This is an optimization exercise on Yosys and OpenROAD, whose aim is small area, a short achievable clock period and few clock cycles per item, not a production implementation. RTL that was checked went through simulation tests only; none was proved equivalent to the original.

the previous run:
Design xu_aes, start of the top module:
module xu_aes (
    input  wire         clk,
    input  wire         rst,         
    input  wire         in_valid,
    output wire         in_ready,
    input  wire         in_key256,   
    input  wire [255:0] in_key,
    input  wire [127:0] in_block,
    output reg          out_valid,
    output wire [127:0] out_data
);
  function [7:0] xtime;
    input [7:0] b;
    xtime = {b[6:0], 1'b0} ^ (b[7] ? 8'h1b : 8'h00);
  endfunction
  localparam NC = 1;
  reg [NC-1:0] q_act;      
  reg [NC-1:0] q_k256;
  reg  [3:0]  q_rnd;       
  reg  [7:0]  q_rcon;
  reg         q_rot;       
  reg [127:0] q_state;
  reg [127:0] q_ka;        
  reg [127:0] q_kb;        
  reg         p_act;
  reg [NC-1:0] p_k256;
  reg  [3:0]  p_rnd;       
  reg [NC-1:0] p_last;     
  reg [NC-1:0] p_cont;     
  reg  [7:0]  p_rcon;
  reg         p_rot;
  reg [287:0] p_m;         
  reg  [71:0] p_km;        
  reg [127:0] p_kp;        
  reg [127:0] p_kb;
  reg [127:0] r_out;       
  assign out_data = r_out;
  genvar gi;
  wire order_ok = !q_act[0] || !q_k256[0] || (q_rnd >= 4'd4);
  reg  r_ready;
  assign in_ready = r_ready;
  wire       lastq0     = q_k256[0] ? (q_rnd == 4'd13) : (q_rnd == 4'd9);
  wire       p_cont_n   = q_act[0] && !lastq0;
  wire       q_act_n    = p_cont[0] || (in_valid && order_ok);
  wire       q_k256_n   = p_cont[0] ? p_k256[0] : in_key256;
  wire [3:0] q_rnd_n    = p_cont[0] ? p_rnd : 4'd0;
  wire       order_ok_n = !q_act_n || !q_k256_n || (q_rnd_n >= 4'd4);
  always @(posedge clk) begin
    if (rst)
      r_ready <= 1'b1;
    else
      r_ready <= !p_cont_n && order_ok_n;
  end
  wire [127:0] act_w, k256_w;
  generate
    for (gi = 0; gi < 128; gi = gi + 1) begin : g_ctl
      assign act_w[gi]  = p_cont[gi * NC / 128];
      assign k256_w[gi] = p_k256[gi * NC / 128];
    end
  endgenerate
  wire [31:0]  q_rc    = {24'd0, q_rot ? q_rcon : 8'd0};
  wire [287:0] m_nxt;
  wire  [71:0] km_nxt;
  generate
  ...
For scale: ~1200 flip-flops, ~520 I/O pins, about 57000 um^2 of cells after synthesis.
==> module xu_aes, before the edit <==
module xu_aes (
    input  wire         clk,
    input  wire         rst,         
    input  wire         in_valid,
    output wire         in_ready,
    input  wire         in_key256,   
    input  wire [255:0] in_key,
    input  wire [127:0] in_block,
    output reg          out_valid,
    output wire [127:0] out_data
);
  function [7:0] xtime;
    input [7:0] b;
    xtime = {b[6:0], 1'b0} ^ (b[7] ? 8'h1b : 8'h00);
  endfunction
  localparam NC = 1;
  reg [NC-1:0] q_act;      
  reg [NC-1:0] q_k256;
  reg  [3:0]  q_rnd;       
  reg  [7:0]  q_rcon;
  reg         q_rot;       
  reg [127:0] q_state;
  reg [127:0] q_ka;        
  reg [127:0] q_kb;        
  reg         p_act;
  reg [NC-1:0] p_k256;
  reg  [3:0]  p_rnd;       
  reg [NC-1:0] p_last;     
  reg [NC-1:0] p_cont;     
  reg  [7:0]  p_rcon;
  reg         p_rot;
  reg [287:0] p_m;         
  reg  [71:0] p_km;        
  reg [127:0] p_kp;        
  reg [127:0] p_kb;
  reg [127:0] r_out;       
  assign out_data = r_out;
  genvar gi;
  wire order_ok = !q_act[0] || !q_k256[0] || (q_rnd >= 4'd4);
  reg  r_ready;
  assign in_ready = r_ready;
  wire       lastq0     = q_k256[0] ? (q_rnd == 4'd13) : (q_rnd == 4'd9);
  wire       p_cont_n   = q_act[0] && !lastq0;
  wire       q_act_n    = p_cont[0] || (in_valid && order_ok);
  wire       q_k256_n   = p_cont[0] ? p_k256[0] : in_key256;
  wire [3:0] q_rnd_n    = p_cont[0] ? p_rnd : 4'd0;
  wire       order_ok_n = !q_act_n || !q_k256_n || (q_rnd_n >= 4'd4);
  always @(posedge clk) begin
    if (rst)
      r_ready <= 1'b1;
    else
      r_ready <= !p_cont_n && order_ok_n;
  end
  wire [127:0] act_w, k256_w;
  generate
    for (gi = 0; gi < 128; gi = gi + 1) begin : g_ctl
      assign act_w[gi]  = p_cont[gi * NC / 128];
      assign k256_w[gi] = p_k256[gi * NC / 128];
    end
  endgenerate
  wire [31:0]  q_rc    = {24'd0, q_rot ? q_rcon : 8'd0};
  wire [287:0] m_nxt;
  wire  [71:0] km_nxt;
  generate
    for (gi = 0; gi < 16; gi = gi + 1) begin : g_sa
      xu_aes_sbox_top u_top (.a(q_state[8*gi +: 8]), .m(m_nxt[18*gi +: 18]));
    end
    for (gi = 0; gi < 4; gi = gi + 1) begin : g_ka
      xu_aes_sbox_top u_top (.a(q_kb[96 + 8*gi +: 8]), .m(km_nxt[18*gi +: 18]));
    end
  endgenerate
  always @(posedge clk) begin
    if (rst)
      p_act <= 1'b0;
    else
      p_act <= q_act[0];
    p_k256 <= q_k256;
    p_rnd  <= q_rnd + 4'd1;
    p_last <= (q_k256 & {NC{q_rnd == 4'd13}}) | (~q_k256 & {NC{q_rnd == 4'd9}});
    if (rst)
      p_cont <= {NC{1'b0}};
    else
      p_cont <= q_act & ~((q_k256 & {NC{q_rnd == 4'd13}}) | (~q_k256 & {NC{q_rnd == 4'd9}}));
    p_rcon <= q_rcon;
    p_rot  <= q_rot;
    p_m    <= m_nxt;
    p_km   <= km_nxt;
    p_kp   <= {q_ka[127:96] ^ q_ka[95:64] ^ q_ka[63:32] ^ q_ka[31:0] ^ q_rc,
               q_ka[95:64] ^ q_ka[63:32] ^ q_ka[31:0] ^ q_rc,
               q_ka[63:32] ^ q_ka[31:0] ^ q_rc,
               q_ka[31:0] ^ q_rc};
    p_kb   <= q_kb;
  end
  wire [127:0] sb;
  wire  [31:0] ksub;
  generate
    for (gi = 0; gi < 16; gi = gi + 1) begin : g_sb
      xu_aes_sbox_bot u_bot (.m(p_m[18*gi +: 18]), .y(sb[8*gi +: 8]));
    end
    for (gi = 0; gi < 4; gi = gi + 1) begin : g_kb
      xu_aes_sbox_bot u_bot (.m(p_km[18*gi +: 18]), .y(ksub[8*gi +: 8]));
    end
  endgenerate
  wire [127:0] sr;
  generate
    for (gi = 0; gi < 16; gi = gi + 1) begin : g_shift
      assign sr[8*gi +: 8] = sb[8*((gi + 4*(gi % 4)) % 16) +: 8];
    end
  endgenerate
  wire [127:0] mx;
  generate
    for (gi = 0; gi < 4; gi = gi + 1) begin : g_mix
      wire [7:0] a0 = sr[32*gi +: 8];
      wire [7:0] a1 = sr[32*gi + 8 +: 8];
      wire [7:0] a2 = sr[32*gi + 16 +: 8];
      wire [7:0] a3 = sr[32*gi + 24 +: 8];
      wire [7:0] t  = a0 ^ a1 ^ a2 ^ a3;
      assign mx[32*gi +: 8]      = t ^ xtime(a0 ^ a1);
      assign mx[32*gi + 8 +: 8]  = t ^ xtime(a1 ^ a2);
      assign mx[32*gi + 16 +: 8] = t ^ xtime(a2 ^ a3);
      assign mx[32*gi + 24 +: 8] = t ^ xtime(a3 ^ a0);
    end
  endgenerate
  wire [31:0]  kw_rot  = {ksub[7:0], ksub[31:8]};
  wire [31:0]  k0      = p_kp[31:0];
  wire [31:0]  k1      = p_kp[63:32];
  wire [31:0]  k2      = p_kp[95:64];
  wire [31:0]  k3      = p_kp[127:96];
  wire [31:0]  kw_t    = p_rot ? kw_rot : ksub;
  wire [127:0] knext   = {k3, k2, k1, k0} ^ {4{kw_t}};
  wire [127:0] rkey    = (k256_w & p_kb) | (~k256_w & knext);
  wire [127:0] last_out  = sr ^ rkey;
  wire [127:0] round_out = last_out ^ mx;
  wire [127:0] state_nxt = (act_w & round_out) | (~act_w & (in_block ^ in_key[127:0]));
  wire [127:0] kb_in  = {in_key256 ? in_key[255:224] : in_key[127:96], in_key[223:128]};
  integer c;
  always @(posedge clk) begin
    for (c = 0; c < NC; c = c + 1) begin
      if (rst)
        q_act[c] <= 1'b0;
      else
        q_act[c] <= p_cont[c] || (in_valid && order_ok);
      q_k256[c] <= p_cont[c] ? p_k256[c] : in_key256;
    end
    if (rst)
      out_valid <= 1'b0;
    else
      out_valid <= p_act && p_last[0];
    q_state <= state_nxt;
    r_out   <= last_out;
    q_ka    <= (act_w & rkey) | (~act_w & in_key[127:0]);
    q_kb    <= (act_w & knext) | (~act_w & kb_in);
    if (p_cont[0]) begin
      q_rnd  <= p_rnd;
      q_rcon <= p_rot ? xtime(p_rcon) : p_rcon;
      q_rot  <= !p_k256[0] || !p_rot;
    end else begin
      q_rnd  <= 4'd0;
      q_rcon <= 8'h01;
      q_rot  <= 1'b1;
    end
  end
endmodule
clock: 10.0 ns
lec_check: 0
abc_clock_period_in_ps: 5000
cap_margin: 20
core_margin: 2
core_utilization: 50
cts_buf_list: sky130_fd_sc_hd__clkbuf_8
cts_cluster_size: 20
place_density: 0.6
setup_slack_margin: 5
slew_margin: 20
standard.sh (not shown) runs the stock make flow with config.mk's settings and CLKGATE_MAP_FILE= SYNTH_SCRIPT=/design/flow/synth_recipe.tcl, a recipe that flattens the netlist after the stock synthesis.
==> flow/flow/run.sh <==
#!/bin/bash
set -euo pipefail
W=$(pwd)
SETUP_MARGIN=6.5
cat > "$W/my_synth.tcl" <<EOT
proc abc {args} {
  set i [lsearch -exact \$args -script]
  if {\$i >= 0} { set args [lreplace \$args \$i [expr {\$i + 1}] -script $W/flow/abc_nf.script] }
  puts "abc with flow/abc_nf.script: \$args"
  yosys abc {*}\$args
}
source $W/synth_recipe.tcl
EOT
bash standard.sh SYNTH_SCRIPT="$W/my_synth.tcl" \
  BUFFER_PORTS_ARGS="-buffer_cell sky130_fd_sc_hd__buf_1" \
  SETUP_SLACK_MARGIN="$SETUP_MARGIN" finish > "$W/standard.log" 2>&1
==> flow/flow/abc_nf.script <==
strash
&get -n
&fraig -x
&put
scorr
dc2
dretime
strash
&get -n
&dch -f
&nf -R 10
&put
buffer -c
topo
stime -c
upsize -c
dnsize -c
What the current run does differently from the previous run at the input level:
diff --git a/flow/design.v b/flow/design.v
--- a/flow/design.v
+++ b/flow/design.v
@@ -225,6 +225,7 @@
   reg [127:0] q_state;
   reg [127:0] q_ka;        
   reg [127:0] q_kb;        
+  reg  [31:0] q_kw;        
   reg         p_act;
   reg [NC-1:0] p_k256;
   reg  [3:0]  p_rnd;       
@@ -269,7 +270,7 @@
       xu_aes_sbox_top u_top (.a(q_state[8*gi +: 8]), .m(m_nxt[18*gi +: 18]));
     end
     for (gi = 0; gi < 4; gi = gi + 1) begin : g_ka
-      xu_aes_sbox_top u_top (.a(q_kb[96 + 8*gi +: 8]), .m(km_nxt[18*gi +: 18]));
+      xu_aes_sbox_top u_top (.a(q_kw[8*gi +: 8]), .m(km_nxt[18*gi +: 18]));
     end
   endgenerate
   always @(posedge clk) begin
@@ -324,18 +325,18 @@
       assign mx[32*gi + 24 +: 8] = t ^ xtime(a3 ^ a0);
     end
   endgenerate
-  wire [31:0]  kw_rot  = {ksub[7:0], ksub[31:8]};
   wire [31:0]  k0      = p_kp[31:0];
   wire [31:0]  k1      = p_kp[63:32];
   wire [31:0]  k2      = p_kp[95:64];
   wire [31:0]  k3      = p_kp[127:96];
-  wire [31:0]  kw_t    = p_rot ? kw_rot : ksub;
-  wire [127:0] knext   = {k3, k2, k1, k0} ^ {4{kw_t}};
+  wire [127:0] knext   = {k3, k2, k1, k0} ^ {4{ksub}};
   wire [127:0] rkey    = (k256_w & p_kb) | (~k256_w & knext);
   wire [127:0] last_out  = sr ^ rkey;
   wire [127:0] round_out = last_out ^ mx;
   wire [127:0] state_nxt = (act_w & round_out) | (~act_w & (in_block ^ in_key[127:0]));
-  wire [127:0] kb_in  = {in_key256 ? in_key[255:224] : in_key[127:96], in_key[223:128]};
+  wire [31:0]  kw_in  = in_key256 ? in_key[255:224] : in_key[127:96];
+  wire         rot_n  = !p_k256[0] || !p_rot;       
+  wire [31:0]  kw_n   = rot_n ? {knext[103:96], knext[127:104]} : knext[127:96];
   integer c;
   always @(posedge clk) begin
     for (c = 0; c < NC; c = c + 1) begin
@@ -352,11 +353,12 @@
     q_state <= state_nxt;
     r_out   <= last_out;
     q_ka    <= (act_w & rkey) | (~act_w & in_key[127:0]);
-    q_kb    <= (act_w & knext) | (~act_w & kb_in);
+    q_kb    <= (act_w & knext) | (~act_w & in_key[255:128]);
+    q_kw    <= p_cont[0] ? kw_n : {kw_in[7:0], kw_in[31:8]};
     if (p_cont[0]) begin
       q_rnd  <= p_rnd;
       q_rcon <= p_rot ? xtime(p_rcon) : p_rcon;
-      q_rot  <= !p_k256[0] || !p_rot;
+      q_rot  <= rot_n;
     end else begin
       q_rnd  <= 4'd0;
       q_rcon <= 8'h01;
==> comparison <==
- | combined area of all synthesized cells | the current run vs the previous run | worse |
- The current run has design area above what the previous run had.
- All of the current run and the previous run finish clean.
- Start point of the critical path = p_m[69]: the current run; start point of the critical path = p_km[33]: the previous run
- Relative to the previous run, maximum achievable frequency increased by 1.5 MHz in the current run.
- On the current run: highest net fanout along the worst path is 1 higher than what the previous run gave.
- Number of diodes added for antenna fixing: the current run > the previous run
- When the current run is set beside the previous run, its worst hold slack turns out to be 0.0050 ns smaller.
- Highest metal layer used by the detailed router: met4 -> the current run, met5 -> the previous run
- The final critical path time including I/O delays and setup number comes out lower for the current run vs the previous run.
- Going from the previous run to the current run, the final worst slack was found to have gone up by 0.019 ns.
- Looking at sequential fraction of the synthesis area, the current run sits above the previous run.
Testbench counts of the current run, summed over its fixed seeds: cycles 24,800, blocks 2,048.
Only the layout flow was run in the previous run; the RTL was not checked for function there.

what the ideal ports hide:
How much do the figures lean on ideal ports? The routed layouts below were timed once more, with nothing changed but the port constraints. Step 1 assumes that a clkbuf_16 drives the clock port and a buf_2 every other input. Step 2, shift: input delay + t, output delay - t, t = (earliest + latest rising clock arrival at the registers) / 2. This alone moves slack from input paths to output paths. Three values: no drivers, after step 1, after step 2; two values: the first two.
run | t, ns | setup slack, ns | worst hold slack (ns) | clock arrival spread, ns | worst slew at a driven data input, ns
the previous run | 0.957 | 6.512 / 6.477 / 6.286 | 0.303 / 0.303 / 0.303 | 0.062 / 0.062 | 0.11
the current run | 0.955 | 6.530 / 6.485 / 6.246 | 0.298 / 0.298 / 0.298 | 0.063 / 0.063 | 0.19
After both steps setup and hold are still met in every run listed. For the current run, which loses most, drivers alone change the setup slack by -0.045 ns; drivers and shift together by -0.284 ns.
